Source: an optimization exercise on an open RTL-to-GDS flow (aim: small area, a short achievable clock period and few clock cycles). Production flows keep margins and buffers that such runs may drop. The RTL was checked by simulation tests, not by an equivalence proof against the original design. Power figures rest on the tool's default switching activity, not on a simulated workload.

Design tumbler_sel, start of the top module:
module tumbler_sel (
    input  wire               clk,
    input  wire               rst,
    input  wire               wr_en,
    input  wire [4:0]         wr_pos,
    input  wire signed [23:0] wr_key,
    input  wire signed [7:0]  wr_temp,
    input  wire               wr_elig,
    input  wire               wr_fb,
    input  wire               wr_activate,
    input  wire               start,
    input  wire signed [15:0] lvl_n,
    input  wire [11:0]        lvl_f,
    input  wire signed [31:0] iarm,
    input  wire [7:0]         max_swap,
    input  wire [10:0]        f_dead,
    input  wire               therm_en,
    input  wire               frac_rotate,
    input  wire [15:0]        hyst,
    input  wire [7:0]         depth,
    input  wire               rate_en,
    input  wire [23:0]        credit_add,
    input  wire signed [7:0]  t0,
    input  wire [15:0]        gain,
    input  wire [15:0]        i_db,
    output reg                ready,
    output reg                done,
    output reg  [95:0]        cmd,
    output reg                out_pol,
    output reg  [5:0]         out_m,
    output reg  [11:0]        out_f,
    output reg                dir,
    output reg                pos_clamp,
    output reg                neg_clamp,
    output reg                frac_drop,
  ...
export LEC_CHECK = 0
export CAP_MARGIN = 30
export CORE_MARGIN = 2
export CORE_UTILIZATION = 50
export PLACE_DENSITY = 0.65
export SLEW_MARGIN = 30
create_clock -name core_clock -period 110.0 [get_ports {clk}]
standard.sh (not shown) runs the stock make flow with config.mk's settings and CLKGATE_MAP_FILE= SYNTH_SCRIPT=/design/flow/synth_recipe.tcl, a recipe that flattens the netlist after the stock synthesis.
==> flow/flow/run.sh <==
#!/bin/bash
# The standard layout (standard synthesis, floorplan, placement, clock
# tree, routing), with the timing repair asked to leave 86 ns of setup slack
# at the design's 110 ns clock, that is to reach a 24 ns period where it
# can. All output goes to standard.log here; ORFS keeps its per-step logs
# under orfs/logs.
set -euo pipefail
export SETUP_SLACK_MARGIN=86
bash standard.sh > standard.log 2>&1
Testbench counts at the start, summed over its fixed seeds: cycles 8,016.
Rerun with:
--- a/flow/design.v
+++ b/flow/design.v
@@ -149,25 +149,25 @@
     reg               rc_ph;         
     reg               wp_w;          
     reg               rc_arm;        
     reg [4:0]         rc_e;
     reg [RW-1:0]      rc_s, rc_d;
     reg [4:0]         wp_pos;
     reg [23:0]        wp_key;
     reg signed [7:0]  wp_temp;
     reg               wp_elig, wp_fb, wp_act;
     reg [7:0]         wp_dep;
     reg               busy;
     reg               rst_r;
-    reg [31:0]        lsn;           
+    reg [15:0]        lsn;           
     reg [NC-1:0]      ins;
     reg [5:0]         ins_cnt;
     reg               fresh;         
     reg               pos;           
     reg               low;           
     reg signed [15:0] s_n;
     reg [11:0]        s_f;
     reg [10:0]        s_f_dead;
     reg               s_therm_en;
     reg               s_rotate;
     reg [15:0]        s_hyst;
     reg [7:0]         s_max_swap;
@@ -272,25 +272,25 @@
             p_frac_drop = 1'b1;
         end
     end
     wire [5:0] m = p_m[5:0];
     reg [NC-1:0]      avail, outs, has_cr, has_cr2;
     reg [RW-1:0]      rku [0:NC-1];      
     always @* begin
         for (i = 0; i < NC; i = i + 1) begin
             avail[i]   = elig[i] & (pos | fb[i]);
             outs[i]    = avail[i] & ~ins_e[i];
             has_cr[i]  = !s_rate_en || (credit[i][23:16] != 8'd0);
             has_cr2[i] = !s_rate_en || (credit[i][23:17] != 7'd0);
-            rku[i]     = lsn[i] ? {~ek_lo[i][RW-1], ek_lo[i][RW-2:0]}
+            rku[i]     = lsn[i/2] ? {~ek_lo[i][RW-1], ek_lo[i][RW-2:0]}
                              : {~ek_hi[i][RW-1], ek_hi[i][RW-2:0]};
         end
     end
     reg [4:0]         e_pos;
     reg               e_any;
     reg [NC-1:0]      e_oh;
     reg [RW:0]        e_k2;
     reg [23:0]        e_key;
     reg signed [7:0]  e_temp;
     reg signed [8:0]  e_dt;
     reg [23:0]        e_pen;
     reg [RW-1:0]      e_lo, e_hi;
@@ -500,28 +500,29 @@
                     if (elig[i])
                         credit[i] <= c_cred[i];
             end
             if (wp_wr) begin
                 elig[wp_pos] <= wp_elig;
                 fb[wp_pos]   <= wp_fb;
                 if (wp_act)
                     credit[wp_pos] <= {((wp_dep == 8'd0) ? 8'd1 : wp_dep), 16'd0};
             end
         end
     end
     always @(posedge clk) begin
-        if (!busy)
-            lsn <= {NC{st_low}} & elig_nx;
-        else
-            lsn <= {NC{sel_nx}} & elig;
+        for (i = 0; i < NC / 2; i = i + 1)
+            if (!busy)
+                lsn[i] <= st_low & (elig_nx[2*i] | elig_nx[2*i+1]);
+            else
+                lsn[i] <= sel_nx & (elig[2*i] | elig[2*i+1]);
     end
     always @(posedge clk) begin
         if (wp_v) begin
             ek_lo[wp_pos] <= e_lo;
             ek_hi[wp_pos] <= e_hi;
         end
         if (!rc_ph) begin
             rc_e <= e_pos;
             rc_s <= f_k[RW-1:0];
         end
         if (wp_wr)
             temp[wp_pos] <= wp_temp;
After rerunning: The new run completed, yet does not pass: antenna rules; register-to-register slack improved by 0.45 ns; global-route usage went down by 1.8 points; utilization went down by 0.35 points; clock skew decreases by 0.0087 ns; wire length decreases by 1.3%; final area rose by 1.8%; power shrinks by 0.85%.
Testbench counts after the change, summed over its fixed seeds: cycles 8,016.

## wip/lagoon
tumbler_sel again, from the RTL that the note above started with.
clock: 110.0 ns
lec_check: 0
cap_margin: 30
core_margin: 2
core_utilization: 50
place_density: 0.65
slew_margin: 30
run.sh (not shown) runs the stock make flow with config.mk's settings and CLKGATE_MAP_FILE= SYNTH_SCRIPT=/design/flow/synth_recipe.tcl, a recipe that flattens the netlist after the stock synthesis.
Stock flow here: none of the scripts above is used.
Testbench counts of wip/lagoon, summed over its fixed seeds: cycles 8,016.
Modified inputs, wip/cedar compared to wip/lagoon
diff --git a/flow/design.v b/flow/design.v
--- a/flow/design.v
+++ b/flow/design.v
@@ -155,16 +155,17 @@
     reg [23:0]        wp_key;
     reg signed [7:0]  wp_temp;
     reg               wp_elig, wp_fb, wp_act;
     reg [7:0]         wp_dep;
     reg               busy;
     reg               rst_r;
-    reg [31:0]        lsn;           
+    reg [15:0]        lsn;           
     reg [NC-1:0]      ins;
     reg [5:0]         ins_cnt;
     reg               fresh;         
+    reg               mp;            
     reg               pos;           
     reg               low;           
     reg signed [15:0] s_n;
     reg [11:0]        s_f;
     reg [10:0]        s_f_dead;
     reg               s_therm_en;
@@ -278,13 +279,13 @@
     always @* begin
         for (i = 0; i < NC; i = i + 1) begin
             avail[i]   = elig[i] & (pos | fb[i]);
             outs[i]    = avail[i] & ~ins_e[i];
             has_cr[i]  = !s_rate_en || (credit[i][23:16] != 8'd0);
             has_cr2[i] = !s_rate_en || (credit[i][23:17] != 7'd0);
-            rku[i]     = lsn[i] ? {~ek_lo[i][RW-1], ek_lo[i][RW-2:0]}
+            rku[i]     = lsn[i/2] ? {~ek_lo[i][RW-1], ek_lo[i][RW-2:0]}
                              : {~ek_hi[i][RW-1], ek_hi[i][RW-2:0]};
         end
     end
     reg [4:0]         e_pos;
     reg               e_any;
     reg [NC-1:0]      e_oh;
@@ -315,23 +316,24 @@
         e_hi   = add27({3'b000, e_pen}, {{(27-24){~e_key[23]}}, ~e_key});
     end
     wire wp_wr   = wp_v && wp_w;
     wire rc_p0   = !rc_ph && rc_arm && e_any && !wp_wr;
     wire rc_load = rc_ph && !wp_wr && !st_wr;
     wire st_low  = (st_dir == 1'b0) == !lvl_n[15];
+    wire st_lowp = (iarm[31] == 1'b0) == !lvl_n[15];
     wire ph_nx   = !(busy && hold && pen_new) && rc_p0;
     wire sel_nx  = ph_nx ? 1'b0 : (e_any ? 1'b1 : low);
     reg [NC-1:0] elig_nx;
     always @* begin
         for (i = 0; i < NC; i = i + 1)
             elig_nx[i] = rst_r ? 1'b0 : (wp_wr && wp_pos == i[4:0]) ? wp_elig : elig[i];
     end
     wire [15:0] eff_gain = s_therm_en ? s_gain : 16'd0;
     wire [7:0]  eff_t0   = (s_therm_en && s_gain != 16'd0) ? s_t0 : 8'sd0;
     wire pen_new = (eff_gain != pen_gain || eff_t0 != pen_t0);
-    wire hold    = pen_new || pen_ok != {NC{1'b1}} || wp_v;
+    wire hold    = pen_new || pen_ok != {NC{1'b1}} || wp_v || mp;
     reg [NC-1:0] f_pool;
     reg          f_excl;
     always @* begin
         f_excl = s_rotate && pf_v &&
                  ((outs & ~({{(NC-1){1'b0}}, 1'b1} << pf_p)) != {NC{1'b0}});
         for (i = 0; i < NC; i = i + 1)
@@ -451,13 +453,13 @@
                 dir   <= st_dir;
                 sw_cnt <= 8'd0;
             end
             if (busy && hold && pen_new) begin
                 pen_gain <= eff_gain;
                 pen_t0   <= eff_t0;
-                pen_ok   <= {NC{1'b0}};
+                pen_ok   <= ~elig;
                 rc_ph    <= 1'b0;
             end
             if (do_swap)
                 sw_cnt <= sw_cnt + 8'd1;
             cm <= do_commit;
             if (cm) begin
@@ -506,16 +508,17 @@
                 if (wp_act)
                     credit[wp_pos] <= {((wp_dep == 8'd0) ? 8'd1 : wp_dep), 16'd0};
             end
         end
     end
     always @(posedge clk) begin
-        if (!busy)
-            lsn <= {NC{st_low}} & elig_nx;
-        else
-            lsn <= {NC{sel_nx}} & elig;
+        for (i = 0; i < NC / 2; i = i + 1)
+            if (!busy)
+                lsn[i] <= st_lowp & (elig_nx[2*i] | elig_nx[2*i+1]);
+            else
+                lsn[i] <= sel_nx & (elig[2*i] | elig[2*i+1]);
     end
     always @(posedge clk) begin
         if (wp_v) begin
             ek_lo[wp_pos] <= e_lo;
             ek_hi[wp_pos] <= e_hi;
         end
@@ -539,12 +542,13 @@
             wp_key <= wr_key;
         end
         if (!busy) begin
             flip         <= st_flip;
             pos          <= !lvl_n[15];
             low          <= st_low;
+            mp           <= st_lowp != st_low;
             s_n          <= lvl_n;
             s_f          <= lvl_f;
             s_f_dead     <= f_dead;
             s_therm_en   <= therm_en;
             s_rotate     <= frac_rotate;
             s_hyst       <= hyst;
@@ -552,12 +556,14 @@
             s_depth      <= depth;
             s_rate_en    <= rate_en;
             s_credit_add <= credit_add;
             s_t0         <= t0;
             s_gain       <= gain;
         end
+        if (busy)
+            mp <= 1'b0;
         if (!busy)
             fresh <= 1'b1;
         else if (go)
             fresh <= 1'b0;
         if (go) begin
             for (i = 0; i < NC; i = i + 1)
==> comparison <==
The fraction of area in registers number comes out lower for wip/cedar vs wip/lagoon. wip/lagoon → wip/cedar: xor-xnor portion of the synthesized cell area saw little to no change, critical path depth saw a decrease, number of buffer and inverter instances along the worst setup path saw a decrease, internal power consumption saw a decrease. In the flow results for wip/lagoon and wip/cedar, the post-route met1 wirelength is larger on wip/cedar. Taking wip/cedar over wip/lagoon, the maximum number of pins on one net before global-route repair ratio works out to 0.72. | register-to-register slack | wip/cedar vs wip/lagoon | better |. Compared to wip/lagoon, wip/cedar has smallest hold slack 7.7 ps higher. wip/cedar: number of global-route vias before repair 2.6% above wip/lagoon. When wip/cedar is set beside wip/lagoon, its sequential standard cell area turns out to be 0.31% smaller. On number of detailed-routing iterations run before antenna repair, the higher figure sits with wip/lagoon, not wip/cedar. The final reports for wip/cedar and wip/lagoon show die area higher in the former.
Testbench counts of wip/cedar, summed over its fixed seeds: cycles 8,000.

Another version of the RTL of tumbler_sel (not shown whole).
Size: roughly 26,000 cells after synthesis, ~3,300 flip-flops, ~360 I/O pins, roughly 0.25 sq mm of cells after synthesis.
export LEC_CHECK = 0
export CAP_MARGIN = 30
export CORE_MARGIN = 2
export CORE_UTILIZATION = 50
export PLACE_DENSITY = 0.65
export SLEW_MARGIN = 30
create_clock -name core_clock -period 110.0 [get_ports {clk}]
standard.sh (not shown) runs the stock make flow with config.mk's settings and CLKGATE_MAP_FILE= SYNTH_SCRIPT=/design/flow/synth_recipe.tcl, a recipe that flattens the netlist after the stock synthesis.
==> flow/flow/run.sh <==
#!/bin/bash
set -euo pipefail
export SETUP_SLACK_MARGIN=86
export MAX_REPAIR_ANTENNAS_ITER_DRT=20
bash standard.sh > standard.log 2>&1
The baseline ran to the end with no violations.
Testbench counts at the start, summed over its fixed seeds: cycles 7,998.
Rerun with:
--- a/flow/design.v
+++ b/flow/design.v
@@ -155,13 +155,13 @@
     reg [23:0]        wp_key;
     reg signed [7:0]  wp_temp;
     reg               wp_elig, wp_fb, wp_act;
     reg [7:0]         wp_dep;
     reg               busy;
     reg               rst_r;
-    reg [7:0]         lsn;           
+    reg [15:0]        lsn;           
     reg [NC-1:0]      ins;
     reg [5:0]         ins_cnt;
     reg               fresh;         
     reg               pos;           
     reg               low;           
     reg signed [15:0] s_n;
@@ -278,13 +278,13 @@
     always @* begin
         for (i = 0; i < NC; i = i + 1) begin
             avail[i]   = elig[i] & (pos | fb[i]);
             outs[i]    = avail[i] & ~ins_e[i];
             has_cr[i]  = !s_rate_en || (credit[i][23:16] != 8'd0);
             has_cr2[i] = !s_rate_en || (credit[i][23:17] != 7'd0);
-            rku[i]     = lsn[i/4] ? {~ek_lo[i][RW-1], ek_lo[i][RW-2:0]}
+            rku[i]     = lsn[i/2] ? {~ek_lo[i][RW-1], ek_lo[i][RW-2:0]}
                              : {~ek_hi[i][RW-1], ek_hi[i][RW-2:0]};
         end
     end
     reg [4:0]         e_pos;
     reg               e_any;
     reg [NC-1:0]      e_oh;
@@ -506,17 +506,17 @@
                 if (wp_act)
                     credit[wp_pos] <= {((wp_dep == 8'd0) ? 8'd1 : wp_dep), 16'd0};
             end
         end
     end
     always @(posedge clk) begin
-        for (i = 0; i < NC / 4; i = i + 1)
+        for (i = 0; i < NC / 2; i = i + 1)
             if (!busy)
-                lsn[i] <= st_low & (|elig_nx[4*i +: 4]);
+                lsn[i] <= st_low & (elig_nx[2*i] | elig_nx[2*i+1]);
             else
-                lsn[i] <= sel_nx & (|elig[4*i +: 4]);
+                lsn[i] <= sel_nx & (elig[2*i] | elig[2*i+1]);
     end
     always @(posedge clk) begin
         if (wp_v) begin
             ek_lo[wp_pos] <= e_lo;
             ek_hi[wp_pos] <= e_hi;
         end
Outcome: The changed run completed with no timing, DRC or antenna violations; combinational power stays flat; worst hold slack stays flat; cell area shrinks by about 3.7%; via count shrinks by about 7%; fmax decreases by about 0.7%; setup slack gets worse by 0.17 ns; non-clock buffer count goes down by 150; cell count came out lower by 6.1%; routed wire length is lower by about 10%; global-route usage fell by 3.5 points.
Testbench counts after the change, summed over its fixed seeds: cycles 7,998.

## separate check: timing with driven ports
How much do the figures lean on ideal ports? The routed layouts below were timed once more, with nothing changed but the port constraints.
Step 1 (the two cells are an assumption about what drives the block):
set clk [get_ports {clk}]
set_driving_cell -lib_cell sky130_fd_sc_hd__clkbuf_16 $clk
set_driving_cell -lib_cell sky130_fd_sc_hd__buf_2 [delete_from_list [all_inputs] $clk]
Step 2 moves the port delays by t, midway between the first and last clock arrival at a register: inputs arrive t later, outputs are due t later. That takes back most of the time a late clock gives input paths.
a / b / c = ideal / step 1 / step 2; a / b = the first two.
run	t (ns)	setup WS [ns]	hold slack, ns	worst setup path at the end
the first run of note 1	1.192	84.568 / 84.648 / 83.456	0.455 / 0.455 / 0.455	input to register
the second run of note 1	1.190	85.300 / 85.366 / 84.176	0.451 / 0.451 / 0.451	input to register
wip/lagoon	1.206	82.497 / 82.608 / 81.402	0.450 / 0.450 / 0.450	input to register
wip/cedar	1.202	85.260 / 85.119 / 84.458	0.458 / 0.458 / 0.458	input to register
the first run of note 3	1.193	85.349 / 85.413 / 84.220	0.457 / 0.457 / 0.457	input to register
the second run of note 3	1.193	85.180 / 85.264 / 84.071	0.456 / 0.456 / 0.456	input to register
For the first run of note 3, which loses most, drivers alone change the setup slack by +0.064 ns; drivers and shift together by -1.129 ns.
